Context: an optimization exercise on an open-source flow, tuned for small area, a short achievable clock period and few clock cycles per item. The choices shown serve that exercise and are no tape-out recipe.
Function was checked by simulation only, so behaviour that the tests miss may differ from the original.

==> flow/design.v, too long to show whole: its modules and the start of the top module <==
// module neuron_visit: 1852 lines
module neuron_visit (
    input  wire        clk,
    input  wire        rst,
    input  wire        cfg_wide,       
    input  wire [6:0]  cfg_step,       
    input  wire        pop_reset,      
    input  wire        pop_clocked,    
    input  wire [3:0]  pop_refract,    
    input  wire [22:0] pop_theta,      
    input  wire [23:0] pop_rest,       
    input  wire [7:0]  pop_d,          
    input  wire [15:0] pop_bias,       
    input  wire        pop_gated,      
    output wire [6:0]  f_addr,
    input  wire [24:0] f_data,
    input  wire        in_valid,
    output wire        in_ready,
    input  wire [63:0] in_rec,
    input  wire [31:0] in_acc,
    input  wire [31:0] in_late,
    input  wire        in_touched,
    output wire        out_valid,
    input  wire        out_ready,
    output wire [63:0] out_rec,
    output wire [3:0]  out_n,
    output wire        out_rest,
    output wire        out_refr_drop,
    output wire        out_gated,
    output wire        out_sat,
    output wire        out_clip
);
  // ...
==> flow/run.sh <==
#!/bin/bash
# synth_recipe.tcl (not shown) runs the flow's synth.tcl, then flattens the netlist and writes it again
# the make line also repeats each setting of config.mk as NAME=value (left out here)
make -C /OpenROAD-flow-scripts/flow DESIGN_CONFIG=/design/flow/config.mk WORK_HOME=/design/flow/orfs CLKGATE_MAP_FILE= SYNTH_SCRIPT=/design/flow/synth_recipe.tcl finish
==> flow/config.mk <==
export PLATFORM = sky130hd
export DESIGN_NAME = neuron_visit
export DESIGN_NICKNAME = neuron_visit
export VERILOG_FILES = /design/flow/design.v
export SDC_FILE = /design/flow/constraint.sdc
export NUM_CORES = 4
export LEC_CHECK = 0
export ABC_CLOCK_PERIOD_IN_PS = 6000
export CAP_MARGIN = 20
export CORE_MARGIN = 2
export CORE_UTILIZATION = 50
export SLEW_MARGIN = 20
==> flow/constraint.sdc <==
create_clock -name core_clock -period 24.0 [get_ports {clk}]
set_input_delay 4.8000 -clock core_clock [delete_from_list [all_inputs] [get_ports {clk}]]
set_output_delay 4.8000 -clock core_clock [all_outputs]
set_load 0.01 [all_outputs]
==> metrics.md, run 1 <==
| Metric | Value |
|---|---|
| Critical Path RT | 24.49 ns |
| Period utilisation layout | 0.426 |
| Die Footprint | 0.119 mm2 |
| Grt met1 use | 0.384 |
| Yosys reg bits | 673 |
| Resize count post-CTS | 0 |
| Most used cell, CP | o21ai_0 |
| Fmax | 0.0979 GHz |
| # diodes | 1 |
| DP Wirelength | 128 mm |
| Crit Path Class | reg2reg |
| Share of cells above drive strength 1 | 0.0607 |
| Largest family of logic cells by synthesized area | adder cells |
| Critical path origin | c_wide |
| DR vias/cell | 5.73 |
| Post-synth EDFFs | 528 |
| Top cell category | multi-input gates |
| GRT Overall Usage | 0.288 |
| Least-Margin Pin Slew | 1.15 ns |
| Commonest non-fill, non-tap cell in the layout | inv_1 |
| Top delay family on crit path | compound AO/OA/AOI/OAI gates |
| TritonCTS clock tree | done |
| Critical R2R Capture | o_hi[38] |
| Met3 Track Usage GR | 0.0549 |
| Initial Utilization | 0.503 |
| Postcts setup bufs | 0 |
| End-of-flow core utilization | 0.568 |
| Slowest stage cell, crit path | nor3_1 |
| Multi-input gate area | 0.0359 mm2 |
| Fin nets | 7,007 |
| Post-Syn Instances | 5,568 |
| Worst setup SP type | register |
| Sequential Area | 0.0188 mm2 |
| Outcome | finished clean |
| R2R Setup Slk | 13.78 ns |
| Post-synthesis adder-cell area fraction | 0.279 |
| CTS clk-pin slew, worst paths | 0.06 ns |
| Hold violation total from the final report | 0 |
Testbench counts, summed over its fixed seeds: cycles 16,320, items 16,000.
==> inputs of run 2 (changes only) <==
==> flow/flow/run.sh (new file) <==
#!/bin/bash
# Standard layout, with repair_timing asked for extra setup slack so that the
# layout is optimised toward the period the design can reach (the SDC is unchanged).
set -euo pipefail
MARGIN=$(cat flow/margin.txt)
bash standard.sh SETUP_SLACK_MARGIN=$MARGIN finish > flow_standard.log 2>&1
==> flow/flow/margin.txt (new file) <==
17
==> flow/standard.sh (new file) <==
#!/bin/bash
# synth_recipe.tcl (not shown) runs the flow's synth.tcl, then flattens the netlist and writes it again
# the make line also repeats each setting of config.mk as NAME=value (left out here)
make -C /OpenROAD-flow-scripts/flow DESIGN_CONFIG=/design/flow/config.mk WORK_HOME=/design/flow/orfs CLKGATE_MAP_FILE= SYNTH_SCRIPT=/design/flow/synth_recipe.tcl "${@:-finish}"
removed: flow/run.sh
==> run 2 against run 1 <==
  * Still clean
  * Area after synthesis did not move
  * Via count rose by 3.7%
  * Critical path type unchanged
  * Critical endpoint is now o_hi[29]
==> metrics.md, run 2 <==
| Metric | Value |
|---|---|
| Outcome | finished clean |
| Max incr delay on CP | 0.54 ns |
| # port buffers | 318 |
| Syn. warnings | 1 |
| Worst Hold Depth | 0 |
| Fin nets | 7,220 (+3.0%) |
| Period utilisation layout | 0.294 (-0.131) |
| Simple-gate area share of the yosys netlist | 0.103 |
| TritonCTS clock tree | done |
| Worst Hold Class | reg2reg |
| Largest family of logic cells by synthesized area | adder cells |
| Slowest stage cell, crit path | or4_4 |
| Clock Skew | 0.0414 ns |
| R2R cell count | 29 |
| Inserted Clock Buffers | 79 |
| Area Overhead vs Synth | 20.6% |
| Mapped Area | 0.0584 mm2 |
| Placed cells | 7,244 |
| Gp weighted congestion | 0.968 |
| Synth top cells by count | inv_1 (724), fa_1 (560), edfxtp_1 (528) |
| Setup violations, final | 0 |
| DIE HEIGHT | 346 um |
| Maxcap violations | 0 |
| Hold violation total from the final report | 0 (unchanged) |
| Top delay family on crit path | compound AO/OA/AOI/OAI gates |
| Synth Area in Compound Gates | 0.144 |
| Clock Latency Late Sink | 0.68 ns |
| Post-synthesis mux area share | 0.0156 |
| Yosys reg bits | 673 (unchanged) |
| DR vias/cell | 5.78 (+0.84%) |
| Non-filler instance count after layout | 7,602 |
| Initial Utilization | 0.503 (unchanged) |
| CTS max path bufs | 3 |
| Fmax | 0.142 GHz (+45%) |
| Share of cells above drive strength 1 | 0.136 (+0.0751) |
| Top Registers | o_hi x48, s_hi x48, p4_t x35 |
| Die Footprint | 0.119 mm2 (unchanged) |
| Worst hold endpoint | p4_rb[3] |
| DP Wirelength | 128 mm (about the same) |
| Routed len/inst | 23.7 um |
| GRT Overall Usage | 0.298 (+0.0110) |
| Syn_area_per_cell | 10.5 um2 |
| Via Count | 44,000 |
| Hold-fix buffers, CTS | 0 |
| Post-synth EDFFs | 528 (unchanged) |
| Count leader, synth | inv_1 |
| FFs w/ async S/R, synth | 0 |
| Synth unique cells | 100 |
| Boundary Pins | 326 |
| CTS clk-pin slew, worst paths | 0.06 ns (about the same) |
| Critical Path Fanout Max | 13 |
| Synth Area in XOR/XNOR | 0.0725 |
| Sequential fraction of the synthesis area | 0.321 |
| First-pass GRT wire length | 272 mm |
| Crit path depth | 29 |
| GRT Residual Overflow | 0 |
| Crit Path Class | reg2reg |
| Fin. max-slew vios | 0 |
| Top cells by area, synth | edfxtp_1 (27%), fa_1 (19%), ha_1 (8.7%), dfxtp_1 (5.0%), xnor2_1 (4.7%) |
| RSZ-0062 raised after global routing | yes |
| Top_reg_cell synth | edfxtp_1 |
| Critical path buffers and inverters | 5 |
| Post-synthesis adder-cell area fraction | 0.279 (unchanged) |
| Largest area contributor in the netlist | edfxtp_1 |
| Final ANT Viol Nets | 0 |
| Clock Sinks | 673 |
| R2r startpoint | p4_t[21] |
| Critical Path RT | 24.49 ns (about the same) |
| Startpoint of the worst hold path | p3_rb[3] |
| R2R Setup Slk | 16.93 ns (+3.15 ns) |
| Most frequent cells in the layout | inv_1 (709), fa_1 (556), edfxtp_1 (528) |
| Commonest non-fill, non-tap cell in the layout | inv_1 |
| Pin count of the biggest net entering global routing | 161 |
| DR pass1 iterations | 6 |
| Sum of negative setup slack | 0 ns |
| FP Rows | 125 |
| Antenna violations before repair | 4 |
| Drt drc | 0 |
| Final wirelength | 180 mm |
| Worst setup SP type | register |
| CTS H-tree lvls | 3 |
| Critical path endpoint category | register |
| Post-Syn Instances | 5,568 (unchanged) |
| Slew HR | 0.261 |
| Critical R2R Capture | o_hi[29] |
| Top cell type's share of synthesized area | 0.272 |
| CP Data Arrival Time | 7.55 ns |
| Final min period | 7.07 ns |
| Initial drt markers | 3,801 |
| Core outline area | 0.116 mm2 |
| Least-Margin Pin Slew | 1.11 ns (-0.0403 ns) |
| Vias in the first global route | 44,300 |
| Root buffer cell | clkbuf_16 |
| Most used cell, CP | a21oi_4 |
| Die X | 346 um |
[run 2: layout make-up]
class,instances,area (um2)
inverters,727,2760
flip-flops and latches,673,18800
clock inverters,46,573
fillers,9834,45700
repair buffers,624,6130
multi-input cells,3907,38100
diodes,1,2.50
well taps,1524,1910
clock buffers,100,2130
[run 2: repair_timing]
item	CTS	global route
setup buffers	87	107
gates resized for setup	289	203
cloned	12	4
pin swaps	68	120
endpoints found under the setup margin	110	93
[run 2: how the worst max path moves through the flow]
stage	start	end	slack, ns
floorplan	p3_bn[3]	p4_t[33]	17.04
global placement	c_wide	s_hi[9]	13.47
detailed placement	c_wide	s_hi[9]	13.38
CTS	p3_f[24]	p4_t[33]	17.00
global route	p3_rst	p4_t[33]	16.80
finish	p4_t[21]	o_hi[29]	16.93
[run 2: kinds of logic (layout without fill, tap and decap cells)]
group / count (synthesis) / in the layout
xor+xnor: 483 / 483
other cells: 1 / 5
mux: 82 / 82
compound gates: 1220 / 1222
simple gates: 1152 / 1152
flops: 673 / 673
buf+inv: 993 / 1497
fa+ha+maj: 964 / 964
[run 2: metrics by stage]
stage | hold WS, ns | cell area [um2] | setup WS [ns] | utilization
2_1_floorplan | 0.400 | 58400 | 17.04 | -
3_3_place_gp | 0.400 | 63200 | 13.47 | 0.544
3_5_place_dp | 0.405 | 63200 | 13.38 | 0.544
4_1_cts | 0.394 | 68300 | 17.00 | 0.589
5_1_grt | 0.421 | 70400 | 16.80 | 0.606
6_report | 0.396 | 70400 | 16.93 | 0.606
[run 2: metal layers]
layer	GRT usage	wire length [um]	vias to the layer above	share of wire
met4	0.115	8160	0	0.045
met2	0.483	83500	1867	0.46
met3	0.0634	15200	434	0.084
met5	0	0	-	0
li1	-	-	20000	-
met1	0.393	73500	21700	0.41

re-timing with driven ports:
In the flow no input, the clock included, has a driving cell. The finished layouts below were timed again as built, in two steps.
Step 1 sets driving cells, clkbuf_16 on the clock port and buf_2 on the other inputs (assumed; they add their load-dependent delay and slew).
Step 2 times the ports against the registers' clock, not the clock port: input delays grow and output delays shrink by t, the midpoint of the rising clock arrivals with the driver on.
Three values: no drivers, after step 1, after step 2; two values: the first two.
run | shift t [ns] | slack for setup (ns) | latest minus earliest clock arrival (ns) | pins driven straight from the clock port
run 1 | 0.756 | 13.784 / 13.784 / 13.784 | 0.044 / 0.044 | 1
run 2 | 0.737 | 16.935 / 16.935 / 16.816 | 0.046 / 0.046 | 1
After both steps setup and hold are still met in every run listed. The setup slack of run 2, which loses most, moves by 0.000 ns with the drivers and by -0.119 ns with both steps.
